From an optimization exercise on the open Yosys and OpenROAD flow, aimed at small area and a short achievable clock period; shortcuts taken in it are not production practice. No functional check of the RTL was part of any run shown here.

`flow/design.v`:
```
module memi_bch79 (
    input  wire        clk,
    input  wire        rst_n,
    input  wire        enc_valid,
    input  wire [63:0] enc_data,
    output reg         enc_out_valid,
    output reg  [78:0] enc_code,
    input  wire        dec_valid,
    input  wire [78:0] dec_code,
    output reg         dec_out_valid,
    output reg  [63:0] dec_data,
    output reg  [1:0]  dec_status
);
    function [6:0] gf_mul;
        input [6:0] a;
        input [6:0] b;
        integer k;
        reg [6:0] acc;
        reg [6:0] sh;
        begin
            acc = 7'd0;
            sh  = a;
            for (k = 0; k < 7; k = k + 1) begin
                if (b[k]) acc = acc ^ sh;
                sh = {sh[5:0], 1'b0} ^ (sh[6] ? 7'h09 : 7'h00);
            end
            gf_mul = acc;
        end
    endfunction
    wire [13:0] enc_chk;
    wire enc_par;
    wire ex0 = enc_data[17] ^ enc_data[43];
    wire ex1 = enc_data[14] ^ enc_data[3];
    wire ex2 = enc_data[0] ^ enc_data[22];
    wire ex3 = enc_data[13] ^ enc_data[46];
    wire ex4 = enc_data[27] ^ enc_data[33];
    wire ex5 = enc_data[30] ^ enc_data[44];
    wire ex6 = enc_data[1] ^ enc_data[23];
    wire ex7 = enc_data[31] ^ enc_data[47];
    wire ex8 = enc_data[37] ^ enc_data[62];
    wire ex9 = enc_data[2] ^ enc_data[24];
    wire ex10 = enc_data[38] ^ enc_data[63];
    wire ex11 = enc_data[25] ^ enc_data[26];
    wire ex12 = enc_data[32] ^ enc_data[4];
    wire ex13 = enc_data[18] ^ enc_data[5];
    wire ex14 = enc_data[29] ^ enc_data[45];
    wire ex15 = enc_data[48] ^ enc_data[61];
    wire ex16 = enc_data[50] ^ enc_data[53];
    wire ex17 = enc_data[56] ^ ex1;
    wire ex18 = enc_data[28] ^ enc_data[59];
    wire ex19 = enc_data[10] ^ enc_data[54];
    wire ex20 = enc_data[49] ^ enc_data[57];
    wire ex21 = enc_data[11] ^ enc_data[55];
    wire ex22 = enc_data[12] ^ enc_data[58];
    wire ex23 = enc_data[42] ^ enc_data[6];
    wire ex24 = enc_data[9] ^ ex0;
    wire ex25 = ex14 ^ ex4;
    wire ex26 = ex16 ^ ex2;
    wire ex27 = enc_data[39] ^ ex6;
    wire ex28 = enc_data[7] ^ ex8;
    wire ex29 = enc_data[40] ^ ex9;
    wire ex30 = enc_data[41] ^ ex3;
    wire ex31 = ex5 ^ ex7;
    wire ex32 = enc_data[35] ^ enc_data[60];
    wire ex33 = enc_data[34] ^ ex18;
    wire ex34 = ex15 ^ ex19;
    wire ex35 = enc_data[21] ^ ex10;
    wire ex36 = ex11 ^ ex12;
    wire ex37 = enc_data[20] ^ ex28;
    wire ex38 = enc_data[15] ^ enc_data[19];
    wire ex39 = enc_data[52] ^ enc_data[8];
    wire ex40 = enc_data[16] ^ enc_data[50];
    wire ex41 = enc_data[14] ^ ex13;
    wire ex42 = ex20 ^ ex21;
    wire ex43 = enc_data[61] ^ ex23;
    wire ex44 = ex22 ^ ex40;
    wire ex45 = enc_data[51] ^ ex24;
    wire ex46 = ex27 ^ ex32;
    wire ex47 = enc_data[36] ^ ex29;
    wire ex48 = enc_data[60] ^ ex35;
    wire ex49 = ex30 ^ ex42;
    wire ex50 = ex17 ^ ex31;
    wire ex51 = enc_data[5] ^ enc_data[58];
    wire ex52 = enc_data[30] ^ enc_data[43];
    wire ex53 = enc_data[22] ^ enc_data[55];
    wire ex54 = enc_data[26] ^ enc_data[49];
    wire ex55 = enc_data[10] ^ enc_data[4];
    wire ex56 = enc_data[42] ^ enc_data[47];
    wire ex57 = enc_data[57] ^ ex3;
    wire ex58 = enc_data[6] ^ ex15;
    wire ex59 = enc_data[13] ^ ex0;
    wire ex60 = enc_data[38] ^ ex4;
    wire ex61 = enc_data[40] ^ ex39;
    wire ex62 = ex38 ^ ex52;
    wire ex63 = enc_data[25] ^ ex10;
    wire ex64 = enc_data[23] ^ ex13;
    wire ex65 = enc_data[0] ^ ex1;
    wire ex66 = enc_data[29] ^ ex21;
    wire ex67 = enc_data[2] ^ ex22;
    wire ex68 = enc_data[62] ^ ex11;
    wire ex69 = ex12 ^ ex54;
    wire ex70 = enc_data[27] ^ ex23;
    wire ex71 = enc_data[37] ^ ex33;
    wire ex72 = enc_data[39] ^ ex26;
    wire ex73 = ex25 ^ ex41;
    wire ex74 = ex26 ^ ex60;
    wire ex75 = ex34 ^ ex61;
    wire ex76 = enc_data[32] ^ ex25;
    wire ex77 = enc_data[41] ^ ex44;
    wire ex78 = enc_data[46] ^ ex43;
    wire ex79 = ex27 ^ ex63;
    wire ex80 = enc_data[9] ^ ex29;
    wire ex81 = enc_data[24] ^ ex30;
    wire ex82 = ex31 ^ ex36;
    wire ex83 = ex24 ^ ex33;
    wire ex84 = enc_data[63] ^ ex17;
    wire ex85 = ex45 ^ ex58;
    wire ex86 = enc_data[16] ^ ex37;
    wire ex87 = enc_data[54] ^ ex48;
    wire ex88 = ex47 ^ ex62;
    wire ex89 = ex50 ^ ex53;
    wire ex90 = ex37 ^ ex65;
    wire ex91 = ex46 ^ ex68;
    wire ex92 = enc_data[15] ^ ex49;
    wire ex_enc_chk_0_0 = enc_data[8] ^ ex38;
    wire ex_enc_chk_0_1 = ex5 ^ ex57;
    wire ex_enc_chk_0_2 = ex_enc_chk_0_0 ^ ex71;
    wire ex_enc_chk_0_3 = ex72 ^ ex73;
    wire ex_enc_chk_0_4 = ex_enc_chk_0_1 ^ ex85;
    wire ex_enc_chk_0_5 = ex_enc_chk_0_2 ^ ex_enc_chk_0_3;
    assign enc_chk[0] = ex_enc_chk_0_4 ^ ex_enc_chk_0_5;
    wire ex_enc_chk_1_0 = enc_data[59] ^ ex20;
    wire ex_enc_chk_1_1 = ex51 ^ ex7;
    wire ex_enc_chk_1_2 = ex59 ^ ex_enc_chk_1_0;
    wire ex_enc_chk_1_3 = ex_enc_chk_1_1 ^ ex46;
    wire ex_enc_chk_1_4 = ex74 ^ ex75;
    wire ex_enc_chk_1_5 = ex_enc_chk_1_2 ^ ex86;
    wire ex_enc_chk_1_6 = ex_enc_chk_1_3 ^ ex_enc_chk_1_4;
    assign enc_chk[1] = ex_enc_chk_1_5 ^ ex_enc_chk_1_6;
    wire ex_enc_chk_2_0 = ex2 ^ ex51;
    wire ex_enc_chk_2_1 = ex6 ^ ex8;
    wire ex_enc_chk_2_2 = ex_enc_chk_2_0 ^ ex_enc_chk_2_1;
    wire ex_enc_chk_2_3 = ex49 ^ ex76;
    wire ex_enc_chk_2_4 = ex_enc_chk_2_2 ^ ex87;
    wire ex_enc_chk_2_5 = ex88 ^ ex_enc_chk_2_3;
    assign enc_chk[2] = ex_enc_chk_2_4 ^ ex_enc_chk_2_5;
    wire ex_enc_chk_3_0 = enc_data[20] ^ enc_data[33];
    wire ex_enc_chk_3_1 = ex9 ^ ex_enc_chk_3_0;
    wire ex_enc_chk_3_2 = ex_enc_chk_3_1 ^ ex71;
    wire ex_enc_chk_3_3 = ex77 ^ ex78;
    wire ex_enc_chk_3_4 = ex79 ^ ex89;
    wire ex_enc_chk_3_5 = ex_enc_chk_3_2 ^ ex_enc_chk_3_3;
    assign enc_chk[3] = ex_enc_chk_3_4 ^ ex_enc_chk_3_5;
    wire ex_enc_chk_4_0 = enc_data[19] ^ enc_data[21];
    wire ex_enc_chk_4_1 = enc_data[28] ^ enc_data[8];
    wire ex_enc_chk_4_2 = ex32 ^ ex_enc_chk_4_0;
    wire ex_enc_chk_4_3 = ex_enc_chk_4_1 ^ ex28;
    wire ex_enc_chk_4_4 = ex36 ^ ex64;
    wire ex_enc_chk_4_5 = ex_enc_chk_4_2 ^ ex50;
    wire ex_enc_chk_4_6 = ex74 ^ ex78;
    wire ex_enc_chk_4_7 = ex80 ^ ex_enc_chk_4_3;
    wire ex_enc_chk_4_8 = ex_enc_chk_4_4 ^ ex_enc_chk_4_5;
    wire ex_enc_chk_4_9 = ex_enc_chk_4_6 ^ ex_enc_chk_4_7;
    assign enc_chk[4] = ex_enc_chk_4_8 ^ ex_enc_chk_4_9;
    wire ex_enc_chk_5_0 = enc_data[17] ^ enc_data[18];
    wire ex_enc_chk_5_1 = enc_data[36] ^ enc_data[59];
    wire ex_enc_chk_5_2 = ex10 ^ ex16;
    wire ex_enc_chk_5_3 = ex19 ^ ex6;
    wire ex_enc_chk_5_4 = ex_enc_chk_5_0 ^ ex_enc_chk_5_1;
    wire ex_enc_chk_5_5 = ex_enc_chk_5_2 ^ ex_enc_chk_5_3;
    wire ex_enc_chk_5_6 = ex_enc_chk_5_4 ^ ex81;
    wire ex_enc_chk_5_7 = ex82 ^ ex_enc_chk_5_5;
    wire ex_enc_chk_5_8 = ex90 ^ ex_enc_chk_5_6;
    assign enc_chk[5] = ex_enc_chk_5_7 ^ ex_enc_chk_5_8;
    wire ex_enc_chk_6_0 = enc_data[1] ^ ex9;
    wire ex_enc_chk_6_1 = ex26 ^ ex43;
    wire ex_enc_chk_6_2 = ex57 ^ ex66;
    wire ex_enc_chk_6_3 = ex_enc_chk_6_0 ^ ex82;
    wire ex_enc_chk_6_4 = ex83 ^ ex_enc_chk_6_1;
    wire ex_enc_chk_6_5 = ex_enc_chk_6_2 ^ ex87;
    wire ex_enc_chk_6_6 = ex_enc_chk_6_3 ^ ex_enc_chk_6_4;
    assign enc_chk[6] = ex_enc_chk_6_5 ^ ex_enc_chk_6_6;
    wire ex_enc_chk_7_0 = enc_data[43] ^ enc_data[51];
    wire ex_enc_chk_7_1 = enc_data[7] ^ ex13;
    wire ex_enc_chk_7_2 = ex_enc_chk_7_0 ^ ex34;
    wire ex_enc_chk_7_3 = ex67 ^ ex_enc_chk_7_1;
    wire ex_enc_chk_7_4 = ex76 ^ ex_enc_chk_7_2;
    wire ex_enc_chk_7_5 = ex_enc_chk_7_3 ^ ex89;
    wire ex_enc_chk_7_6 = ex91 ^ ex_enc_chk_7_4;
    assign enc_chk[7] = ex_enc_chk_7_5 ^ ex_enc_chk_7_6;
    wire ex_enc_chk_8_0 = enc_data[31] ^ enc_data[52];
    wire ex_enc_chk_8_1 = ex8 ^ ex_enc_chk_8_0;
    wire ex_enc_chk_8_2 = ex64 ^ ex66;
    wire ex_enc_chk_8_3 = ex69 ^ ex_enc_chk_8_1;
    wire ex_enc_chk_8_4 = ex45 ^ ex47;
    wire ex_enc_chk_8_5 = ex72 ^ ex84;
    wire ex_enc_chk_8_6 = ex_enc_chk_8_2 ^ ex_enc_chk_8_3;
    wire ex_enc_chk_8_7 = ex_enc_chk_8_4 ^ ex_enc_chk_8_5;
    assign enc_chk[8] = ex_enc_chk_8_6 ^ ex_enc_chk_8_7;
    wire ex_enc_chk_9_0 = enc_data[12] ^ ex12;
    wire ex_enc_chk_9_1 = ex14 ^ ex2;
    wire ex_enc_chk_9_2 = ex17 ^ ex_enc_chk_9_0;
    wire ex_enc_chk_9_3 = ex_enc_chk_9_1 ^ ex75;
    wire ex_enc_chk_9_4 = ex79 ^ ex81;
    wire ex_enc_chk_9_5 = ex83 ^ ex_enc_chk_9_2;
    wire ex_enc_chk_9_6 = ex_enc_chk_9_3 ^ ex_enc_chk_9_4;
    assign enc_chk[9] = ex_enc_chk_9_5 ^ ex_enc_chk_9_6;
    wire ex_enc_chk_10_0 = enc_data[29] ^ enc_data[33];
    wire ex_enc_chk_10_1 = enc_data[53] ^ ex5;
    wire ex_enc_chk_10_2 = ex55 ^ ex56;
    wire ex_enc_chk_10_3 = ex_enc_chk_10_0 ^ ex41;
    wire ex_enc_chk_10_4 = ex_enc_chk_10_1 ^ ex_enc_chk_10_2;
    wire ex_enc_chk_10_5 = ex80 ^ ex_enc_chk_10_3;
    wire ex_enc_chk_10_6 = ex_enc_chk_10_4 ^ ex91;
    wire ex_enc_chk_10_7 = ex92 ^ ex_enc_chk_10_5;
    assign enc_chk[10] = ex_enc_chk_10_6 ^ ex_enc_chk_10_7;
    wire ex_enc_chk_11_0 = enc_data[11] ^ enc_data[34];
    wire ex_enc_chk_11_1 = enc_data[45] ^ enc_data[5];
    wire ex_enc_chk_11_2 = ex11 ^ ex7;
    wire ex_enc_chk_11_3 = ex_enc_chk_11_0 ^ ex_enc_chk_11_1;
    wire ex_enc_chk_11_4 = ex34 ^ ex70;
    wire ex_enc_chk_11_5 = ex_enc_chk_11_2 ^ ex_enc_chk_11_3;
    wire ex_enc_chk_11_6 = ex77 ^ ex84;
    wire ex_enc_chk_11_7 = ex_enc_chk_11_4 ^ ex_enc_chk_11_5;
    wire ex_enc_chk_11_8 = ex88 ^ ex_enc_chk_11_6;
    assign enc_chk[11] = ex_enc_chk_11_7 ^ ex_enc_chk_11_8;
    wire ex_enc_chk_12_0 = enc_data[12] ^ enc_data[3];
    wire ex_enc_chk_12_1 = enc_data[31] ^ enc_data[35];
    wire ex_enc_chk_12_2 = enc_data[44] ^ enc_data[48];
    wire ex_enc_chk_12_3 = enc_data[51] ^ ex0;
    wire ex_enc_chk_12_4 = ex18 ^ ex_enc_chk_12_0;
    wire ex_enc_chk_12_5 = ex_enc_chk_12_1 ^ ex_enc_chk_12_2;
    wire ex_enc_chk_12_6 = ex36 ^ ex70;
    wire ex_enc_chk_12_7 = ex_enc_chk_12_3 ^ ex_enc_chk_12_4;
    wire ex_enc_chk_12_8 = ex_enc_chk_12_5 ^ ex_enc_chk_12_6;
    wire ex_enc_chk_12_9 = ex_enc_chk_12_7 ^ ex86;
    wire ex_enc_chk_12_10 = ex92 ^ ex_enc_chk_12_8;
    assign enc_chk[12] = ex_enc_chk_12_9 ^ ex_enc_chk_12_10;
    wire ex_enc_chk_13_0 = enc_data[28] ^ enc_data[36];
    wire ex_enc_chk_13_1 = enc_data[44] ^ enc_data[56];
    wire ex_enc_chk_13_2 = enc_data[7] ^ ex39;
    wire ex_enc_chk_13_3 = ex56 ^ ex_enc_chk_13_0;
    wire ex_enc_chk_13_4 = ex_enc_chk_13_1 ^ ex44;
    wire ex_enc_chk_13_5 = ex59 ^ ex69;
    wire ex_enc_chk_13_6 = ex_enc_chk_13_2 ^ ex_enc_chk_13_3;
    wire ex_enc_chk_13_7 = ex48 ^ ex73;
    wire ex_enc_chk_13_8 = ex_enc_chk_13_4 ^ ex_enc_chk_13_5;
    wire ex_enc_chk_13_9 = ex_enc_chk_13_6 ^ ex_enc_chk_13_7;
    assign enc_chk[13] = ex_enc_chk_13_8 ^ ex_enc_chk_13_9;
    wire ex_enc_par_0 = enc_data[1] ^ enc_data[11];
    wire ex_enc_par_1 = enc_data[19] ^ enc_data[52];
    wire ex_enc_par_2 = ex20 ^ ex55;
    wire ex_enc_par_3 = ex_enc_par_0 ^ ex_enc_par_1;
    wire ex_enc_par_4 = ex25 ^ ex35;
    wire ex_enc_par_5 = ex67 ^ ex_enc_par_2;
    wire ex_enc_par_6 = ex_enc_par_3 ^ ex_enc_par_4;
    wire ex_enc_par_7 = ex_enc_par_5 ^ ex85;
    wire ex_enc_par_8 = ex90 ^ ex_enc_par_6;
    assign enc_par = ex_enc_par_7 ^ ex_enc_par_8;
    always @(posedge clk) begin
        enc_out_valid <= rst_n & enc_valid;
        enc_code      <= {enc_par, enc_chk, enc_data};
    end
    wire [6:0] s1_c, s3_c;
    wire p_c;
    wire sx0 = dec_code[41] ^ dec_code[61];
    wire sx1 = dec_code[11] ^ dec_code[62];
    wire sx2 = dec_code[10] ^ dec_code[37];
    wire sx3 = dec_code[44] ^ dec_code[58];
    wire sx4 = dec_code[13] ^ dec_code[42];
    wire sx5 = dec_code[16] ^ dec_code[23];
    wire sx6 = dec_code[24] ^ dec_code[36];
    wire sx7 = dec_code[43] ^ dec_code[9];
    wire sx8 = dec_code[45] ^ dec_code[59];
    wire sx9 = dec_code[46] ^ dec_code[60];
    wire sx10 = dec_code[5] ^ dec_code[53];
    wire sx11 = dec_code[19] ^ dec_code[3];
    wire sx12 = dec_code[38] ^ sx2;
    wire sx13 = sx0 ^ sx3;
    wire sx14 = dec_code[55] ^ dec_code[7];
    wire sx15 = dec_code[12] ^ dec_code[47];
    wire sx16 = dec_code[2] ^ dec_code[25];
    wire sx17 = dec_code[54] ^ dec_code[6];
    wire sx18 = dec_code[26] ^ dec_code[73];
    wire sx19 = dec_code[17] ^ sx6;
    wire sx20 = dec_code[35] ^ sx5;
    wire sx21 = sx1 ^ sx8;
    wire sx22 = dec_code[14] ^ dec_code[63];
    wire sx23 = dec_code[32] ^ dec_code[57];
    wire sx24 = dec_code[15] ^ dec_code[18];
    wire sx25 = dec_code[34] ^ dec_code[39];
    wire sx26 = dec_code[4] ^ dec_code[52];
    wire sx27 = dec_code[8] ^ sx4;
    wire sx28 = sx22 ^ sx9;
    wire sx29 = dec_code[72] ^ sx15;
    wire sx30 = dec_code[31] ^ sx13;
    wire sx31 = dec_code[56] ^ sx12;
    wire sx32 = dec_code[0] ^ dec_code[71];
    wire sx33 = dec_code[1] ^ dec_code[28];
    wire sx34 = dec_code[27] ^ dec_code[75];
    wire sx35 = dec_code[33] ^ dec_code[76];
    wire sx36 = dec_code[20] ^ dec_code[74];
    wire sx37 = dec_code[40] ^ dec_code[77];
    wire sx38 = dec_code[30] ^ sx7;
    wire sx39 = sx10 ^ sx14;
    wire sx40 = dec_code[29] ^ sx16;
    wire sx41 = dec_code[48] ^ sx11;
    wire sx42 = sx17 ^ sx26;
    wire sx43 = dec_code[22] ^ sx18;
    wire sx44 = sx19 ^ sx28;
    wire sx45 = sx20 ^ sx27;
    wire sx46 = dec_code[50] ^ sx24;
    wire sx47 = dec_code[49] ^ sx36;
    wire sx48 = dec_code[21] ^ sx25;
    wire sx49 = sx21 ^ sx23;
    wire sx50 = dec_code[51] ^ sx39;
    wire sx51 = dec_code[69] ^ sx43;
    wire sx52 = sx34 ^ sx44;
    wire sx53 = sx29 ^ sx31;
    wire sx54 = dec_code[70] ^ sx45;
    wire sx55 = dec_code[64] ^ sx32;
    wire sx56 = sx33 ^ sx35;
    wire sx57 = dec_code[68] ^ sx37;
    wire sx58 = dec_code[47] ^ sx41;
    wire sx59 = sx38 ^ sx46;
    wire sx60 = dec_code[67] ^ sx47;
    wire sx61 = sx40 ^ sx48;
    wire sx62 = sx30 ^ sx50;
    wire sx63 = dec_code[61] ^ dec_code[66];
    wire sx64 = dec_code[63] ^ dec_code[77];
    wire sx65 = dec_code[12] ^ dec_code[59];
    wire sx66 = dec_code[23] ^ dec_code[9];
    wire sx67 = dec_code[4] ^ dec_code[71];
    wire sx68 = dec_code[14] ^ dec_code[58];
    wire sx69 = dec_code[20] ^ dec_code[68];
    wire sx70 = dec_code[11] ^ dec_code[25];
    wire sx71 = dec_code[28] ^ dec_code[38];
    wire sx72 = dec_code[22] ^ dec_code[36];
    wire sx73 = dec_code[42] ^ sx7;
    wire sx74 = dec_code[39] ^ sx11;
    wire sx75 = dec_code[15] ^ sx37;
    wire sx76 = dec_code[57] ^ sx71;
    wire sx77 = dec_code[34] ^ sx32;
    wire sx78 = dec_code[51] ^ sx16;
    wire sx79 = sx10 ^ sx9;
    wire sx80 = sx0 ^ sx55;
    wire sx81 = sx24 ^ sx56;
    wire sx82 = dec_code[60] ^ sx42;
    wire sx83 = sx13 ^ sx70;
    wire sx84 = sx19 ^ sx21;
    wire sx85 = dec_code[52] ^ sx29;
    wire sx86 = sx57 ^ sx79;
    wire sx87 = dec_code[40] ^ sx49;
    wire sx88 = dec_code[62] ^ sx30;
    wire sx89 = sx12 ^ sx59;
    wire sx90 = sx51 ^ sx83;
    wire sx91 = sx60 ^ sx61;
    wire sx92 = sx53 ^ sx62;
    wire sx93 = sx52 ^ sx91;
    wire sx_s1_c_0_0 = dec_code[37] ^ dec_code[48];
    wire sx_s1_c_0_1 = sx33 ^ sx_s1_c_0_0;
    wire sx_s1_c_0_2 = sx38 ^ sx39;
    wire sx_s1_c_0_3 = sx_s1_c_0_1 ^ sx45;
    wire sx_s1_c_0_4 = sx80 ^ sx_s1_c_0_2;
    wire sx_s1_c_0_5 = sx52 ^ sx87;
    wire sx_s1_c_0_6 = sx_s1_c_0_3 ^ sx_s1_c_0_4;
    assign s1_c[0] = sx_s1_c_0_5 ^ sx_s1_c_0_6;
    wire sx_s1_c_1_0 = dec_code[49] ^ dec_code[65];
    wire sx_s1_c_1_1 = dec_code[8] ^ sx17;
    wire sx_s1_c_1_2 = sx_s1_c_1_0 ^ sx40;
    wire sx_s1_c_1_3 = sx73 ^ sx_s1_c_1_1;
    wire sx_s1_c_1_4 = sx44 ^ sx81;
    wire sx_s1_c_1_5 = sx_s1_c_1_2 ^ sx_s1_c_1_3;
    wire sx_s1_c_1_6 = sx53 ^ sx88;
    wire sx_s1_c_1_7 = sx_s1_c_1_4 ^ sx_s1_c_1_5;
    assign s1_c[1] = sx_s1_c_1_6 ^ sx_s1_c_1_7;
    wire sx_s1_c_2_0 = dec_code[16] ^ dec_code[44];
    wire sx_s1_c_2_1 = sx14 ^ sx18;
    wire sx_s1_c_2_2 = sx25 ^ sx4;
    wire sx_s1_c_2_3 = sx63 ^ sx64;
    wire sx_s1_c_2_4 = sx_s1_c_2_0 ^ sx40;
    wire sx_s1_c_2_5 = sx_s1_c_2_1 ^ sx_s1_c_2_2;
    wire sx_s1_c_2_6 = sx_s1_c_2_3 ^ sx49;
    wire sx_s1_c_2_7 = sx58 ^ sx_s1_c_2_4;
    wire sx_s1_c_2_8 = sx_s1_c_2_5 ^ sx89;
    wire sx_s1_c_2_9 = sx_s1_c_2_6 ^ sx_s1_c_2_7;
    assign s1_c[2] = sx_s1_c_2_8 ^ sx_s1_c_2_9;
    wire sx_s1_c_3_0 = dec_code[26] ^ dec_code[33];
    wire sx_s1_c_3_1 = dec_code[75] ^ sx23;
    wire sx_s1_c_3_2 = sx33 ^ sx4;
    wire sx_s1_c_3_3 = sx6 ^ sx65;
    wire sx_s1_c_3_4 = sx66 ^ sx67;
    wire sx_s1_c_3_5 = sx_s1_c_3_0 ^ sx74;
    wire sx_s1_c_3_6 = sx_s1_c_3_1 ^ sx_s1_c_3_2;
    wire sx_s1_c_3_7 = sx_s1_c_3_3 ^ sx_s1_c_3_4;
    wire sx_s1_c_3_8 = sx31 ^ sx60;
    wire sx_s1_c_3_9 = sx_s1_c_3_5 ^ sx_s1_c_3_6;
    wire sx_s1_c_3_10 = sx_s1_c_3_7 ^ sx62;
    wire sx_s1_c_3_11 = sx_s1_c_3_8 ^ sx_s1_c_3_9;
    assign s1_c[3] = sx_s1_c_3_10 ^ sx_s1_c_3_11;
    wire sx_s1_c_4_0 = dec_code[24] ^ dec_code[43];
    wire sx_s1_c_4_1 = dec_code[5] ^ dec_code[50];
    wire sx_s1_c_4_2 = dec_code[72] ^ sx34;
    wire sx_s1_c_4_3 = sx35 ^ sx68;
    wire sx_s1_c_4_4 = sx69 ^ sx_s1_c_4_0;
    wire sx_s1_c_4_5 = sx_s1_c_4_1 ^ sx27;
    wire sx_s1_c_4_6 = sx_s1_c_4_2 ^ sx_s1_c_4_3;
    wire sx_s1_c_4_7 = sx_s1_c_4_4 ^ sx31;
    wire sx_s1_c_4_8 = sx61 ^ sx82;
    wire sx_s1_c_4_9 = sx_s1_c_4_5 ^ sx_s1_c_4_6;
    wire sx_s1_c_4_10 = sx87 ^ sx_s1_c_4_7;
    wire sx_s1_c_4_11 = sx_s1_c_4_8 ^ sx_s1_c_4_9;
    assign s1_c[4] = sx_s1_c_4_10 ^ sx_s1_c_4_11;
    wire sx_s1_c_5_0 = dec_code[3] ^ dec_code[35];
    wire sx_s1_c_5_1 = dec_code[6] ^ sx35;
    wire sx_s1_c_5_2 = sx65 ^ sx_s1_c_5_0;
    wire sx_s1_c_5_3 = sx28 ^ sx38;
    wire sx_s1_c_5_4 = sx48 ^ sx75;
    wire sx_s1_c_5_5 = sx76 ^ sx_s1_c_5_1;
    wire sx_s1_c_5_6 = sx_s1_c_5_2 ^ sx50;
    wire sx_s1_c_5_7 = sx_s1_c_5_3 ^ sx_s1_c_5_4;
    wire sx_s1_c_5_8 = sx_s1_c_5_5 ^ sx90;
    wire sx_s1_c_5_9 = sx_s1_c_5_6 ^ sx_s1_c_5_7;
    assign s1_c[5] = sx_s1_c_5_8 ^ sx_s1_c_5_9;
    wire sx_s1_c_6_0 = dec_code[0] ^ dec_code[10];
    wire sx_s1_c_6_1 = dec_code[26] ^ dec_code[27];
    wire sx_s1_c_6_2 = dec_code[29] ^ dec_code[56];
    wire sx_s1_c_6_3 = dec_code[7] ^ dec_code[74];
    wire sx_s1_c_6_4 = sx15 ^ sx25;
    wire sx_s1_c_6_5 = sx72 ^ sx8;
    wire sx_s1_c_6_6 = sx_s1_c_6_0 ^ sx_s1_c_6_1;
    wire sx_s1_c_6_7 = sx_s1_c_6_2 ^ sx_s1_c_6_3;
    wire sx_s1_c_6_8 = sx75 ^ sx_s1_c_6_4;
    wire sx_s1_c_6_9 = sx_s1_c_6_5 ^ sx_s1_c_6_6;
    wire sx_s1_c_6_10 = sx_s1_c_6_7 ^ sx82;
    wire sx_s1_c_6_11 = sx_s1_c_6_8 ^ sx_s1_c_6_9;
    wire sx_s1_c_6_12 = sx54 ^ sx88;
    wire sx_s1_c_6_13 = sx_s1_c_6_10 ^ sx_s1_c_6_11;
    assign s1_c[6] = sx_s1_c_6_12 ^ sx_s1_c_6_13;
    wire sx_s3_c_0_0 = dec_code[32] ^ dec_code[33];
    wire sx_s3_c_0_1 = sx10 ^ sx68;
    wire sx_s3_c_0_2 = sx_s3_c_0_0 ^ sx42;
    wire sx_s3_c_0_3 = sx47 ^ sx73;
    wire sx_s3_c_0_4 = sx_s3_c_0_1 ^ sx51;
    wire sx_s3_c_0_5 = sx58 ^ sx80;
    wire sx_s3_c_0_6 = sx84 ^ sx_s3_c_0_2;
    wire sx_s3_c_0_7 = sx_s3_c_0_3 ^ sx_s3_c_0_4;
    wire sx_s3_c_0_8 = sx_s3_c_0_5 ^ sx_s3_c_0_6;
    assign s3_c[0] = sx_s3_c_0_7 ^ sx_s3_c_0_8;
    wire sx_s3_c_1_0 = dec_code[0] ^ dec_code[1];
    wire sx_s3_c_1_1 = dec_code[69] ^ sx17;
    wire sx_s3_c_1_2 = sx64 ^ sx69;
    wire sx_s3_c_1_3 = sx_s3_c_1_0 ^ sx20;
    wire sx_s3_c_1_4 = sx74 ^ sx_s3_c_1_1;
    wire sx_s3_c_1_5 = sx_s3_c_1_2 ^ sx84;
    wire sx_s3_c_1_6 = sx_s3_c_1_3 ^ sx_s3_c_1_4;
    wire sx_s3_c_1_7 = sx_s3_c_1_5 ^ sx_s3_c_1_6;
    assign s3_c[1] = sx92 ^ sx_s3_c_1_7;
    wire sx_s3_c_2_0 = dec_code[13] ^ dec_code[5];
    wire sx_s3_c_2_1 = dec_code[54] ^ dec_code[71];
    wire sx_s3_c_2_2 = dec_code[77] ^ sx1;
    wire sx_s3_c_2_3 = sx18 ^ sx5;
    wire sx_s3_c_2_4 = sx7 ^ sx_s3_c_2_0;
    wire sx_s3_c_2_5 = sx_s3_c_2_1 ^ sx41;
    wire sx_s3_c_2_6 = sx76 ^ sx_s3_c_2_2;
    wire sx_s3_c_2_7 = sx_s3_c_2_3 ^ sx_s3_c_2_4;
    wire sx_s3_c_2_8 = sx85 ^ sx_s3_c_2_5;
    wire sx_s3_c_2_9 = sx_s3_c_2_6 ^ sx_s3_c_2_7;
    wire sx_s3_c_2_10 = sx_s3_c_2_8 ^ sx_s3_c_2_9;
    assign s3_c[2] = sx93 ^ sx_s3_c_2_10;
    wire sx_s3_c_3_0 = dec_code[1] ^ dec_code[21];
    wire sx_s3_c_3_1 = dec_code[32] ^ dec_code[45];
    wire sx_s3_c_3_2 = dec_code[65] ^ dec_code[70];
    wire sx_s3_c_3_3 = sx11 ^ sx14;
    wire sx_s3_c_3_4 = sx2 ^ sx66;
    wire sx_s3_c_3_5 = sx_s3_c_3_0 ^ sx_s3_c_3_1;
    wire sx_s3_c_3_6 = sx_s3_c_3_2 ^ sx46;
    wire sx_s3_c_3_7 = sx77 ^ sx_s3_c_3_3;
    wire sx_s3_c_3_8 = sx_s3_c_3_4 ^ sx_s3_c_3_5;
    wire sx_s3_c_3_9 = sx85 ^ sx_s3_c_3_6;
    wire sx_s3_c_3_10 = sx_s3_c_3_7 ^ sx_s3_c_3_8;
    wire sx_s3_c_3_11 = sx52 ^ sx90;
    wire sx_s3_c_3_12 = sx_s3_c_3_9 ^ sx_s3_c_3_10;
    assign s3_c[3] = sx_s3_c_3_11 ^ sx_s3_c_3_12;
    wire sx_s3_c_4_0 = dec_code[10] ^ dec_code[18];
    wire sx_s3_c_4_1 = dec_code[21] ^ dec_code[72];
    wire sx_s3_c_4_2 = dec_code[73] ^ sx23;
    wire sx_s3_c_4_3 = sx26 ^ sx_s3_c_4_0;
    wire sx_s3_c_4_4 = sx_s3_c_4_1 ^ sx78;
    wire sx_s3_c_4_5 = sx_s3_c_4_2 ^ sx_s3_c_4_3;
    wire sx_s3_c_4_6 = sx30 ^ sx58;
    wire sx_s3_c_4_7 = sx86 ^ sx_s3_c_4_4;
    wire sx_s3_c_4_8 = sx_s3_c_4_5 ^ sx54;
    wire sx_s3_c_4_9 = sx_s3_c_4_6 ^ sx_s3_c_4_7;
    assign s3_c[4] = sx_s3_c_4_8 ^ sx_s3_c_4_9;
    wire sx_s3_c_5_0 = dec_code[19] ^ dec_code[2];
    wire sx_s3_c_5_1 = dec_code[55] ^ dec_code[57];
    wire sx_s3_c_5_2 = dec_code[61] ^ dec_code[67];
    wire sx_s3_c_5_3 = dec_code[76] ^ sx1;
    wire sx_s3_c_5_4 = sx3 ^ sx72;
    wire sx_s3_c_5_5 = sx_s3_c_5_0 ^ sx_s3_c_5_1;
    wire sx_s3_c_5_6 = sx_s3_c_5_2 ^ sx20;
    wire sx_s3_c_5_7 = sx42 ^ sx77;
    wire sx_s3_c_5_8 = sx_s3_c_5_3 ^ sx_s3_c_5_4;
    wire sx_s3_c_5_9 = sx_s3_c_5_5 ^ sx86;
    wire sx_s3_c_5_10 = sx_s3_c_5_6 ^ sx_s3_c_5_7;
    wire sx_s3_c_5_11 = sx_s3_c_5_8 ^ sx89;
    wire sx_s3_c_5_12 = sx_s3_c_5_9 ^ sx_s3_c_5_10;
    assign s3_c[5] = sx_s3_c_5_11 ^ sx_s3_c_5_12;
    wire sx_s3_c_6_0 = dec_code[19] ^ dec_code[24];
    wire sx_s3_c_6_1 = dec_code[27] ^ dec_code[46];
    wire sx_s3_c_6_2 = dec_code[48] ^ dec_code[53];
    wire sx_s3_c_6_3 = sx36 ^ sx63;
    wire sx_s3_c_6_4 = sx67 ^ sx_s3_c_6_0;
    wire sx_s3_c_6_5 = sx_s3_c_6_1 ^ sx_s3_c_6_2;
    wire sx_s3_c_6_6 = sx21 ^ sx43;
    wire sx_s3_c_6_7 = sx78 ^ sx_s3_c_6_3;
    wire sx_s3_c_6_8 = sx_s3_c_6_4 ^ sx_s3_c_6_5;
    wire sx_s3_c_6_9 = sx81 ^ sx_s3_c_6_6;
    wire sx_s3_c_6_10 = sx_s3_c_6_7 ^ sx_s3_c_6_8;
    wire sx_s3_c_6_11 = sx53 ^ sx54;
    wire sx_s3_c_6_12 = sx_s3_c_6_9 ^ sx_s3_c_6_10;
    assign s3_c[6] = sx_s3_c_6_11 ^ sx_s3_c_6_12;
    wire sx_p_c_0 = dec_code[65] ^ dec_code[66];
    wire sx_p_c_1 = dec_code[78] ^ sx_p_c_0;
    wire sx_p_c_2 = sx41 ^ sx42;
    wire sx_p_c_3 = sx55 ^ sx56;
    wire sx_p_c_4 = sx57 ^ sx_p_c_1;
    wire sx_p_c_5 = sx49 ^ sx51;
    wire sx_p_c_6 = sx59 ^ sx_p_c_2;
    wire sx_p_c_7 = sx_p_c_3 ^ sx_p_c_4;
    wire sx_p_c_8 = sx54 ^ sx_p_c_5;
    wire sx_p_c_9 = sx_p_c_6 ^ sx_p_c_7;
    wire sx_p_c_10 = sx92 ^ sx93;
    wire sx_p_c_11 = sx_p_c_8 ^ sx_p_c_9;
    assign p_c = sx_p_c_10 ^ sx_p_c_11;
    reg        v1;
    reg [63:0] d1;
    reg [6:0]  u_q, s3_q;
    reg        p_q;
    always @(posedge clk) begin
        v1   <= rst_n & dec_valid;
        d1   <= dec_code[63:0];
        u_q  <= s1_c;
        s3_q <= s3_c;
        p_q  <= p_c;
    end
    wire [127:0] u_oh = 128'd1 << u_q;
    wire [6:0] w_inv3;
    assign w_inv3[0] = |(u_oh & 128'h85171f397d3521e1ec0715d9c155d956);
    assign w_inv3[1] = |(u_oh & 128'h77bca8c40edde83cfa9b8fae20590f0);
    assign w_inv3[2] = |(u_oh & 128'hd3d8a3c4b729aac8883ed3b1ef77e000);
    assign w_inv3[3] = |(u_oh & 128'h9d7459fd639529fbdb72e2c062284688);
    assign w_inv3[4] = |(u_oh & 128'h76d02a17ab13d34bf22b331b534913bc);
    assign w_inv3[5] = |(u_oh & 128'h7a55ce6bcde0f5c45424a2b9e9a25f80);
    assign w_inv3[6] = |(u_oh & 128'h4ae285f65b8d65a17edf971ddc8880a0);
    function in_range;
        input [6:0] x;
        begin
            case (x)
                7'd1, 7'd2, 7'd4, 7'd8, 7'd16, 7'd32, 7'd64, 7'd9, 7'd18, 7'd36, 7'd72, 7'd25, 7'd50, 7'd100, 7'd65, 7'd11, 7'd22, 7'd44, 7'd88, 7'd57, 7'd114, 7'd109, 7'd83, 7'd47, 7'd94, 7'd53, 7'd106, 7'd93, 7'd51, 7'd102, 7'd69, 7'd3, 7'd6, 7'd12, 7'd24, 7'd48, 7'd96, 7'd73, 7'd27, 7'd54, 7'd108, 7'd81, 7'd43, 7'd86, 7'd37, 7'd74, 7'd29, 7'd58, 7'd116, 7'd97, 7'd75, 7'd31, 7'd62, 7'd124, 7'd113, 7'd107, 7'd95, 7'd55, 7'd110, 7'd85, 7'd35, 7'd70, 7'd5, 7'd10, 7'd20, 7'd40, 7'd80, 7'd41, 7'd82, 7'd45, 7'd90, 7'd61, 7'd122, 7'd125, 7'd115, 7'd111, 7'd87, 7'd39: in_range = 1'b1;
                default: in_range = 1'b0;
            endcase
        end
    endfunction
    wire [6:0] ls [0:6];
    wire [6:0] ts;
    assign ls[0][0] = ^(s3_q & 7'h0);
    assign ls[0][1] = ^(s3_q & 7'h5c);
    assign ls[0][2] = ^(s3_q & 7'h58);
    assign ls[0][3] = ^(s3_q & 7'h60);
    assign ls[0][4] = ^(s3_q & 7'h16);
    assign ls[0][5] = ^(s3_q & 7'h68);
    assign ls[0][6] = ^(s3_q & 7'h48);
    assign ts[0] = ^(s3_q & 7'h1);
    assign ls[1][0] = ^(s3_q & 7'h0);
    assign ls[1][1] = ^(s3_q & 7'h6e);
    assign ls[1][2] = ^(s3_q & 7'h6c);
    assign ls[1][3] = ^(s3_q & 7'h30);
    assign ls[1][4] = ^(s3_q & 7'hb);
    assign ls[1][5] = ^(s3_q & 7'h74);
    assign ls[1][6] = ^(s3_q & 7'h64);
    assign ts[1] = ^(s3_q & 7'h40);
    assign ls[2][0] = ^(s3_q & 7'h0);
    assign ls[2][1] = ^(s3_q & 7'h77);
    assign ls[2][2] = ^(s3_q & 7'h76);
    assign ls[2][3] = ^(s3_q & 7'h18);
    assign ls[2][4] = ^(s3_q & 7'h5);
    assign ls[2][5] = ^(s3_q & 7'h3a);
    assign ls[2][6] = ^(s3_q & 7'h32);
    assign ts[2] = ^(s3_q & 7'h20);
    assign ls[3][0] = ^(s3_q & 7'h0);
    assign ls[3][1] = ^(s3_q & 7'h7b);
    assign ls[3][2] = ^(s3_q & 7'h3b);
    assign ls[3][3] = ^(s3_q & 7'h4c);
    assign ls[3][4] = ^(s3_q & 7'h42);
    assign ls[3][5] = ^(s3_q & 7'h5d);
    assign ls[3][6] = ^(s3_q & 7'h19);
    assign ts[3] = ^(s3_q & 7'h10);
    assign ls[4][0] = ^(s3_q & 7'h0);
    assign ls[4][1] = ^(s3_q & 7'h3d);
    assign ls[4][2] = ^(s3_q & 7'h1d);
    assign ls[4][3] = ^(s3_q & 7'h66);
    assign ls[4][4] = ^(s3_q & 7'h21);
    assign ls[4][5] = ^(s3_q & 7'h2e);
    assign ls[4][6] = ^(s3_q & 7'hc);
    assign ts[4] = ^(s3_q & 7'h8);
    assign ls[5][0] = ^(s3_q & 7'h0);
    assign ls[5][1] = ^(s3_q & 7'h1e);
    assign ls[5][2] = ^(s3_q & 7'he);
    assign ls[5][3] = ^(s3_q & 7'h33);
    assign ls[5][4] = ^(s3_q & 7'h50);
    assign ls[5][5] = ^(s3_q & 7'h57);
    assign ls[5][6] = ^(s3_q & 7'h46);
    assign ts[5] = ^(s3_q & 7'h44);
    assign ls[6][0] = ^(s3_q & 7'h0);
    assign ls[6][1] = ^(s3_q & 7'h4f);
    assign ls[6][2] = ^(s3_q & 7'h47);
    assign ls[6][3] = ^(s3_q & 7'h59);
    assign ls[6][4] = ^(s3_q & 7'h28);
    assign ls[6][5] = ^(s3_q & 7'h6b);
    assign ls[6][6] = ^(s3_q & 7'h23);
    assign ts[6] = ^(s3_q & 7'h22);
    wire [6:0] y_v = ({7{w_inv3[0]}} & ls[0]) ^ ({7{w_inv3[1]}} & ls[1]) ^
                     ({7{w_inv3[2]}} & ls[2]) ^ ({7{w_inv3[3]}} & ls[3]) ^
                     ({7{w_inv3[4]}} & ls[4]) ^ ({7{w_inv3[5]}} & ls[5]) ^
                     ({7{w_inv3[6]}} & ls[6]);
    wire       trc = ~^(w_inv3 & ts);
    reg        v2;
    reg [63:0] d2;
    reg [6:0]  u2, y2;
    reg        p2, trc2, u_nz2, s3_nz2;
    always @(posedge clk) begin
        v2     <= rst_n & v1;
        d2     <= d1;
        u2     <= u_q;
        y2     <= y_v;
        p2     <= p_q;
        trc2   <= trc;
        u_nz2  <= |u_q;
        s3_nz2 <= |s3_q;
    end
    wire [6:0] ubx [0:6];
    assign ubx[0][0] = ^(u2 & 7'h1);
    assign ubx[0][1] = ^(u2 & 7'h2);
    assign ubx[0][2] = ^(u2 & 7'h4);
    assign ubx[0][3] = ^(u2 & 7'h8);
    assign ubx[0][4] = ^(u2 & 7'h10);
    assign ubx[0][5] = ^(u2 & 7'h20);
    assign ubx[0][6] = ^(u2 & 7'h40);
    assign ubx[1][0] = ^(u2 & 7'h40);
    assign ubx[1][1] = ^(u2 & 7'h1);
    assign ubx[1][2] = ^(u2 & 7'h2);
    assign ubx[1][3] = ^(u2 & 7'h44);
    assign ubx[1][4] = ^(u2 & 7'h8);
    assign ubx[1][5] = ^(u2 & 7'h10);
    assign ubx[1][6] = ^(u2 & 7'h20);
    assign ubx[2][0] = ^(u2 & 7'h20);
    assign ubx[2][1] = ^(u2 & 7'h40);
    assign ubx[2][2] = ^(u2 & 7'h1);
    assign ubx[2][3] = ^(u2 & 7'h22);
    assign ubx[2][4] = ^(u2 & 7'h44);
    assign ubx[2][5] = ^(u2 & 7'h8);
    assign ubx[2][6] = ^(u2 & 7'h10);
    assign ubx[3][0] = ^(u2 & 7'h10);
    assign ubx[3][1] = ^(u2 & 7'h20);
    assign ubx[3][2] = ^(u2 & 7'h40);
    assign ubx[3][3] = ^(u2 & 7'h11);
    assign ubx[3][4] = ^(u2 & 7'h22);
    assign ubx[3][5] = ^(u2 & 7'h44);
    assign ubx[3][6] = ^(u2 & 7'h8);
    assign ubx[4][0] = ^(u2 & 7'h8);
    assign ubx[4][1] = ^(u2 & 7'h10);
    assign ubx[4][2] = ^(u2 & 7'h20);
    assign ubx[4][3] = ^(u2 & 7'h48);
    assign ubx[4][4] = ^(u2 & 7'h11);
    assign ubx[4][5] = ^(u2 & 7'h22);
    assign ubx[4][6] = ^(u2 & 7'h44);
    assign ubx[5][0] = ^(u2 & 7'h44);
    assign ubx[5][1] = ^(u2 & 7'h8);
    assign ubx[5][2] = ^(u2 & 7'h10);
    assign ubx[5][3] = ^(u2 & 7'h64);
    assign ubx[5][4] = ^(u2 & 7'h48);
    assign ubx[5][5] = ^(u2 & 7'h11);
    assign ubx[5][6] = ^(u2 & 7'h22);
    assign ubx[6][0] = ^(u2 & 7'h22);
    assign ubx[6][1] = ^(u2 & 7'h44);
    assign ubx[6][2] = ^(u2 & 7'h8);
    assign ubx[6][3] = ^(u2 & 7'h32);
    assign ubx[6][4] = ^(u2 & 7'h64);
    assign ubx[6][5] = ^(u2 & 7'h48);
    assign ubx[6][6] = ^(u2 & 7'h11);
    wire [6:0] x1  = ({7{y2[0]}} & ubx[0]) ^ ({7{y2[1]}} & ubx[1]) ^
                     ({7{y2[2]}} & ubx[2]) ^ ({7{y2[3]}} & ubx[3]) ^
                     ({7{y2[4]}} & ubx[4]) ^ ({7{y2[5]}} & ubx[5]) ^
                     ({7{y2[6]}} & ubx[6]);
    wire [6:0] x2  = x1 ^ u2;
    wire       u_nz  = u_nz2;
    wire       s3_nz = s3_nz2;
    wire       x1_z  = ~|x1;
    wire       in1   = in_range(x1);
    wire       in2   = in_range(x2);
    wire       ok    = u_nz & ~trc2 & in2 & ((in1 & ~p2) | x1_z);
    reg [7:0]  lo1, lo2;
    reg [15:0] hi1, hi2;
    integer i;
    always @* begin
        for (i = 0; i < 8; i = i + 1) begin
            lo1[i] = ok & (x1[2:0] == i);
            lo2[i] = ok & (x2[2:0] == i);
        end
        for (i = 0; i < 16; i = i + 1) begin
            hi1[i] = (x1[6:3] == i);
            hi2[i] = (x2[6:3] == i);
        end
    end
    wire [63:0] fix;
    assign fix[0] = (lo1[1] & hi1[8]) | (lo2[1] & hi2[8]);
    assign fix[1] = (lo1[3] & hi1[1]) | (lo2[3] & hi2[1]);
    assign fix[2] = (lo1[6] & hi1[2]) | (lo2[6] & hi2[2]);
    assign fix[3] = (lo1[4] & hi1[5]) | (lo2[4] & hi2[5]);
    assign fix[4] = (lo1[0] & hi1[11]) | (lo2[0] & hi2[11]);
    assign fix[5] = (lo1[1] & hi1[7]) | (lo2[1] & hi2[7]);
    assign fix[6] = (lo1[2] & hi1[14]) | (lo2[2] & hi2[14]);
    assign fix[7] = (lo1[5] & hi1[13]) | (lo2[5] & hi2[13]);
    assign fix[8] = (lo1[3] & hi1[10]) | (lo2[3] & hi2[10]);
    assign fix[9] = (lo1[7] & hi1[5]) | (lo2[7] & hi2[5]);
    assign fix[10] = (lo1[6] & hi1[11]) | (lo2[6] & hi2[11]);
    assign fix[11] = (lo1[5] & hi1[6]) | (lo2[5] & hi2[6]);
    assign fix[12] = (lo1[2] & hi1[13]) | (lo2[2] & hi2[13]);
    assign fix[13] = (lo1[5] & hi1[11]) | (lo2[5] & hi2[11]);
    assign fix[14] = (lo1[3] & hi1[6]) | (lo2[3] & hi2[6]);
    assign fix[15] = (lo1[6] & hi1[12]) | (lo2[6] & hi2[12]);
    assign fix[16] = (lo1[5] & hi1[8]) | (lo2[5] & hi2[8]);
    assign fix[17] = (lo1[3] & hi1[0]) | (lo2[3] & hi2[0]);
    assign fix[18] = (lo1[6] & hi1[0]) | (lo2[6] & hi2[0]);
    assign fix[19] = (lo1[4] & hi1[1]) | (lo2[4] & hi2[1]);
    assign fix[20] = (lo1[0] & hi1[3]) | (lo2[0] & hi2[3]);
    assign fix[21] = (lo1[0] & hi1[6]) | (lo2[0] & hi2[6]);
    assign fix[22] = (lo1[0] & hi1[12]) | (lo2[0] & hi2[12]);
    assign fix[23] = (lo1[1] & hi1[9]) | (lo2[1] & hi2[9]);
    assign fix[24] = (lo1[3] & hi1[3]) | (lo2[3] & hi2[3]);
    assign fix[25] = (lo1[6] & hi1[6]) | (lo2[6] & hi2[6]);
    assign fix[26] = (lo1[4] & hi1[13]) | (lo2[4] & hi2[13]);
    assign fix[27] = (lo1[1] & hi1[10]) | (lo2[1] & hi2[10]);
    assign fix[28] = (lo1[3] & hi1[5]) | (lo2[3] & hi2[5]);
    assign fix[29] = (lo1[6] & hi1[10]) | (lo2[6] & hi2[10]);
    assign fix[30] = (lo1[5] & hi1[4]) | (lo2[5] & hi2[4]);
    assign fix[31] = (lo1[2] & hi1[9]) | (lo2[2] & hi2[9]);
    assign fix[32] = (lo1[5] & hi1[3]) | (lo2[5] & hi2[3]);
    assign fix[33] = (lo1[2] & hi1[7]) | (lo2[2] & hi2[7]);
    assign fix[34] = (lo1[4] & hi1[14]) | (lo2[4] & hi2[14]);
    assign fix[35] = (lo1[1] & hi1[12]) | (lo2[1] & hi2[12]);
    assign fix[36] = (lo1[3] & hi1[9]) | (lo2[3] & hi2[9]);
    assign fix[37] = (lo1[7] & hi1[3]) | (lo2[7] & hi2[3]);
    assign fix[38] = (lo1[6] & hi1[7]) | (lo2[6] & hi2[7]);
    assign fix[39] = (lo1[4] & hi1[15]) | (lo2[4] & hi2[15]);
    assign fix[40] = (lo1[1] & hi1[14]) | (lo2[1] & hi2[14]);
    assign fix[41] = (lo1[3] & hi1[13]) | (lo2[3] & hi2[13]);
    assign fix[42] = (lo1[7] & hi1[11]) | (lo2[7] & hi2[11]);
    assign fix[43] = (lo1[7] & hi1[6]) | (lo2[7] & hi2[6]);
    assign fix[44] = (lo1[6] & hi1[13]) | (lo2[6] & hi2[13]);
    assign fix[45] = (lo1[5] & hi1[10]) | (lo2[5] & hi2[10]);
    assign fix[46] = (lo1[3] & hi1[4]) | (lo2[3] & hi2[4]);
    assign fix[47] = (lo1[6] & hi1[8]) | (lo2[6] & hi2[8]);
    assign fix[48] = (lo1[5] & hi1[0]) | (lo2[5] & hi2[0]);
    assign fix[49] = (lo1[2] & hi1[1]) | (lo2[2] & hi2[1]);
    assign fix[50] = (lo1[4] & hi1[2]) | (lo2[4] & hi2[2]);
    assign fix[51] = (lo1[0] & hi1[5]) | (lo2[0] & hi2[5]);
    assign fix[52] = (lo1[0] & hi1[10]) | (lo2[0] & hi2[10]);
    assign fix[53] = (lo1[1] & hi1[5]) | (lo2[1] & hi2[5]);
    assign fix[54] = (lo1[2] & hi1[10]) | (lo2[2] & hi2[10]);
    assign fix[55] = (lo1[5] & hi1[5]) | (lo2[5] & hi2[5]);
    assign fix[56] = (lo1[2] & hi1[11]) | (lo2[2] & hi2[11]);
    assign fix[57] = (lo1[5] & hi1[7]) | (lo2[5] & hi2[7]);
    assign fix[58] = (lo1[2] & hi1[15]) | (lo2[2] & hi2[15]);
    assign fix[59] = (lo1[5] & hi1[15]) | (lo2[5] & hi2[15]);
    assign fix[60] = (lo1[3] & hi1[14]) | (lo2[3] & hi2[14]);
    assign fix[61] = (lo1[7] & hi1[13]) | (lo2[7] & hi2[13]);
    assign fix[62] = (lo1[7] & hi1[10]) | (lo2[7] & hi2[10]);
    assign fix[63] = (lo1[7] & hi1[4]) | (lo2[7] & hi2[4]);
    reg [1:0] st;
    always @* begin
        if (ok)
            st = (x1_z & p2) ? 2'd1 : 2'd2;
        else if (!u_nz && !s3_nz)
            st = {1'b0, p2};
        else
            st = 2'd3;
    end
    always @(posedge clk) begin
        dec_out_valid <= rst_n & v2;
        dec_data      <= d2 ^ fix;
        dec_status    <= st;
    end
endmodule
```
`flow/flow/run.sh`:
```
#!/bin/bash
# Standard ORFS layout; timing repair is asked to leave a setup margin so that
# the paths are actually optimised, and ports get plain buffers.
set -euo pipefail
bash standard.sh SETUP_SLACK_MARGIN=15 "BUFFER_PORTS_ARGS=-buffer_cell sky130_fd_sc_hd__buf_1" finish > orfs_flow.log 2>&1
```
`flow/standard.sh`:
```
#!/bin/bash
# synth_recipe.tcl (not shown) runs the flow's synth.tcl, then flattens the netlist and writes it again
# the make line also repeats each setting of config.mk as NAME=value (left out here)
make -C /OpenROAD-flow-scripts/flow DESIGN_CONFIG=/design/flow/config.mk WORK_HOME=/design/flow/orfs CLKGATE_MAP_FILE= SYNTH_SCRIPT=/design/flow/synth_recipe.tcl "${@:-finish}"
```
`flow/config.mk`:
```
export PLATFORM = sky130hd
export DESIGN_NAME = memi_bch79
export DESIGN_NICKNAME = memi_bch79
export VERILOG_FILES = /design/flow/design.v
export SDC_FILE = /design/flow/constraint.sdc
export NUM_CORES = 4
export LEC_CHECK = 0
export CAP_MARGIN = 20
export CORE_MARGIN = 2
export CORE_UTILIZATION = 65
export SLEW_MARGIN = 20
```
`flow/constraint.sdc`:
```
create_clock -name core_clock -period 20.0 [get_ports {clk}]
set_input_delay 4.0000 -clock core_clock [delete_from_list [all_inputs] [get_ports {clk}]]
set_output_delay 4.0000 -clock core_clock [all_outputs]
set_load 0.01 [all_outputs]
```
==> results.sh, run 1 <==
export IMPL_place_congestion=1.001
export IMPL_outcome="did not finish"
export IMPL_grt_usage=0.8655
export IMPL_dpl_cell_count=2397
export IMPL_ys_types=75
export IMPL_synth_warning_count=1
export IMPL_synth_seq_cells=309
export IMPL_grt_max_degree=67
export IMPL_firstError="[ERROR GRT-0232] Routing congestion too high. Check the congestion heatmap in the GUI."
export IMPL_cts_sinks=309
export IMPL_postGrtWorstEndpoint="p_q$_DFF_P_/D"
export IMPL_clock_path_buffers=3
export IMPL_worstEpCategory="register input"
export IMPL_netlist_top_cells_area="dfxtp_1, xnor2_1, xor2_1"
export IMPL_synth_compound_gate_area_share=0.1161
export IMPL_start_util=0.6625
export IMPL_synth_xor_area_share=0.3538
export IMPL_syn_inst=1855
export IMPL_synth_top_family_by_area="XOR/XNOR gates"
export IMPL_synthAdderAreaFrac=0.009422
export IMPL_syn_nets=2015
export IMPL_dieWidth_um=167.0
export IMPL_io_buffer_count=293
export IMPL_yosysTopAreaCell="dfxtp_1"
export IMPL_postCtsHoldBufs=0
export IMPL_syn_avg_cell_area_um2=9.307
export IMPL_boundaryPins=294
export IMPL_cts_root_buf="clkbuf_16"
export IMPL_synthesis_area_mm2=0.01726
export IMPL_yosys_top_cells_count="xnor2_1, dfxtp_1, xor2_1"
export IMPL_htreeDepth=1
export IMPL_rows=59
export IMPL_synth_edf_count=0
export IMPL_yosys_area_share_simple=0.1208
export IMPL_synthFlopType="dfxtp_1"
export IMPL_die_h_um=167.0
export IMPL_netlist_area_leader_share=0.3583
export IMPL_cts_made_buffers=30
export IMPL_synth_area_mux_share=0.01073
export IMPL_async_flop_share=0
export IMPL_ys_seq_area_frac=0.3583
export IMPL_failing_step="global routing (5_1_grt)"
export IMPL_dpl_hpwl_um=45510
export IMPL_synth_most_common_cell="xnor2_1"
export IMPL_globalRouteOverflowTotal=182
## what timing repair did
item,4_1_cts
endpoints found under the setup margin,242
setup buffers,29
pin swaps,64
gates resized for setup,514
## worst min-delay path by stage
stage	to	slack, ns	cells after the start
floorplan	d2[0]	0.31	0
global placement	d2[12]	0.31	0
detailed placement	d2[40]	0.31	0
CTS	d2[40]	0.32	0
## layer usage
metal / GRT usage / overflow
met4: 0.8902 / 83
met3: 0.7469 / 16
met5: 0.4209 / 1
met1: 0.8778 / 6
met2: 0.9742 / 76
## cell families after synthesis
logic type	Yosys count
adder cells (fa/ha/maj)	13
AO/OA/AOI/OAI	292
multiplexers	18
buffers and inverters	125
flip-flops	309
XOR/XNOR	675
AND/OR/NAND/NOR	423
## metrics by stage
step / utilization / cell area, um^2 / setup slack [ns]
after detailed placement: 0.7533 / 19630 / 13.98
after CTS: 0.8677 / 22610 / 14.93
after global placement: 0.7526 / 19610 / 14.05
after floorplan: - / 18420 / 14.51
==> run 2: changes to the inputs <==
==> flow/flow/run.sh (replaced) <==
#!/bin/bash
# Standard ORFS layout; timing repair is asked to leave a setup margin so that
# the paths are actually optimised, and ports get plain buffers.
set -euo pipefail
bash standard.sh SETUP_SLACK_MARGIN=14.5 "BUFFER_PORTS_ARGS=-buffer_cell sky130_fd_sc_hd__buf_2" finish > orfs_flow.log 2>&1
--- a/flow/config.mk
+++ b/flow/config.mk
@@ -7,5 +7,5 @@
 export LEC_CHECK = 0
 export CAP_MARGIN = 20
 export CORE_MARGIN = 2
-export CORE_UTILIZATION = 65
+export CORE_UTILIZATION = 40
 export SLEW_MARGIN = 20
==> results.sh, run 2 <==
export IMPL_outcome="complete, no violations"
export IMPL_antenna_found_initial=4
export IMPL_worstSetupPathType="input port to flop"
export IMPL_slew_viol_final=0
export IMPL_cts_made_buffers=31
export IMPL_clk_pin_slew_ns=0.07
export IMPL_synthFlopType="dfxtp_1"
export IMPL_dpl_hpwl_um=46190
export IMPL_die_h_um=211.8
export IMPL_globalRouteOverflowTotal=0
export IMPL_final_antenna_net_count=0
export IMPL_yosys_top_cells_count="xnor2_1, dfxtp_1, xor2_1"
export IMPL_top_register="enc_code"
export IMPL_area_growth_syn_to_layout_pct=17.06
export IMPL_netlist_top_cells_area="dfxtp_1, xnor2_1, xor2_1"
export IMPL_place_congestion=0.9655
export IMPL_grt_pass1_wl_um=87750
export IMPL_finClkSkew_ns=0.03046
export IMPL_critPathMaxFanout=3
export IMPL_synth_edf_count=0
export IMPL_cts_setup_buffers=0
export IMPL_rsz0062_at_grt="false"
export IMPL_syn_nets=2015
export IMPL_via_count=14500
export IMPL_synth_warning_count=1
export IMPL_async_flop_share=0
export IMPL_grt_usage=0.2594
export IMPL_synthesis_area_mm2=0.01726
export IMPL_arrival_ns=5.93
export IMPL_worstPathRequired_ns=20.53
export IMPL_reg2reg_slack_ns=14.76
export IMPL_drive_gt1_frac=0.1851
export IMPL_netlist_area_leader_share=0.3583
export IMPL_finalHoldViolCount=0
export IMPL_grt_pass1_vias=14170
export IMPL_htreeDepth=1
export IMPL_setup_viol=0
export IMPL_start_util=0.4035
export IMPL_max_freq_mhz=185.2
export IMPL_min_path_type="flop to flop"
export IMPL_wl_per_cell_um=22.29
export IMPL_clock_path_buffers=3
export IMPL_start_kind="input port"
export IMPL_drt_iter0_drc=1485
export IMPL_ys_seq_area_frac=0.3583
export IMPL_syn_inst=1855
export IMPL_worst_slew_pin_slew_ns=0.9107
export IMPL_fin_crit_sh=0.2699
export IMPL_endpoint_kind="flop"
export IMPL_reg2regPathDepth=12
export IMPL_io_buffer_count=293
export IMPL_fin_area_mm2=0.02021
export IMPL_rows=76
export IMPL_dieWidth_um=211.8
export IMPL_synth_seq_cells=309
export IMPL_syn_avg_cell_area_um2=9.307
export IMPL_synth_most_common_cell="xnor2_1"
export IMPL_maxSlewHeadroom=0.3885
export IMPL_grt_max_degree=65
export IMPL_via_per_inst=5.439
export IMPL_fillerInstances=4157
export IMPL_coreArea_mm2=0.04279
export IMPL_cts_sinks=309
export IMPL_drt_wl_total_um=59410
export IMPL_firstDrtPassIters=6
export IMPL_setup_tns_ns=0
export IMPL_drc_errors=0
export IMPL_layout_nets=2256
export IMPL_cap_violations=0
export IMPL_die_area_mm2=0.04484
export IMPL_cts_tree="yes"
export IMPL_yosysTopAreaCell="dfxtp_1"
export IMPL_clk_latency_ns=0.60
export IMPL_period_minus_slack_ns=5.399
export IMPL_cts_root_buf="clkbuf_16"
export IMPL_dpl_cell_area_mm2=0.01917
export IMPL_final_cell_mix="xnor2_1, dfxtp_1, buf_2"
export IMPL_finalCoreUtilization=0.4723
export IMPL_largest_reg_flops=79
export IMPL_ys_types=75
export IMPL_worst_hold_path_num_cells=0
export IMPL_boundaryPins=294
export IMPL_layout_commonest_cell="xnor2_1"
[run 2: cell counts after synthesis]
No cell type changed its count.
[run 2: worst paths after layout]
check              start           end
max          dec_code[6]           p_q
max reg2reg        u2[6]  dec_data[22]
min reg2reg       d1[61]        d2[61]
min               d1[61]        d2[61]
[run 2: per-stage QoR]
stage	setup WS, ns	hold slack, ns	instances
final	14.60	0.3158	2665
after global routing	14.52	0.3305	2664
after CTS	14.50	0.3261	2664
after detailed placement	13.99	0.3121	2609
after global placement	13.98	0.3104	2609
after floorplan	14.50	0.3096	1855
[run 2: layout make-up]
cell class                 count  area (um^2)  share of cell area
clock buffer                  39        825.8             0.04086
clock inverter                16        173.9            0.008606
inverter                      28        105.1            0.005201
tap                          546        683.2             0.03380
antenna                        1        2.502           0.0001238
multi-input combinational   1421        10670              0.5281
sequential                   309         6186              0.3061
timing repair buffer         305         1560             0.07720
[run 2: worst max-delay path: stages]
cell     delay, ns
buf_2         0.12
xnor2_1       0.58
xnor2_1       0.24
xor2_1        0.30
xnor2_1       0.12
xnor2_1       0.23
xnor2_1       0.17
xor2_1        0.16
[run 2: metal layers]
metal / share of wire / vias up / track usage
met5: 0.00022 / - / 0
met4: 0.028 / 2 / 0.07552
met3: 0.077 / 97 / 0.04183
met2: 0.46 / 683 / 0.4128
met1: 0.44 / 6915 / 0.3616
li1: - / 6799 / -
[run 2: logic make-up (layout without fill, tap and decap cells)]
logic type / after synthesis / count (layout) / synth area share
mux: 18 / 18 / 0.01073
fa+ha+maj: 13 / 13 / 0.009422
buf+inv: 125 / 388 / 0.03080
xor+xnor: 675 / 675 / 0.3538
compound gates: 292 / 292 / 0.1161
other cells: 0 / 1 / 0
flops: 309 / 309 / 0.3583
simple gates: 423 / 423 / 0.1208
[run 2: what timing repair did]
item,in CTS,in global routing
setup endpoints to repair,54,59
hold buffers,0,0
resized for setup,1,4

==> port drivers added, routing unchanged <==
No port has a modelled driver above. Below, the same layout with a new extraction and two added sets of constraints.
Step 1 sets driving cells, clkbuf_16 on the clock port and buf_2 on the other inputs (assumed; they add their load-dependent delay and slew).
Step 2 times the ports against the registers' clock, not the clock port: input delays grow and output delays shrink by t, the midpoint of the rising clock arrivals with the driver on.
a / b / c = ideal ports / drivers / drivers and shift; a / b = the first two.
run: run 2
t, ns: 0.647
setup WS [ns]: 14.601 / 14.638 / 13.991
pins driven straight from the clock port: 1
After both steps setup and hold are still met in run 2. For run 2, drivers alone change the setup slack by +0.037 ns; drivers and shift together by -0.610 ns.
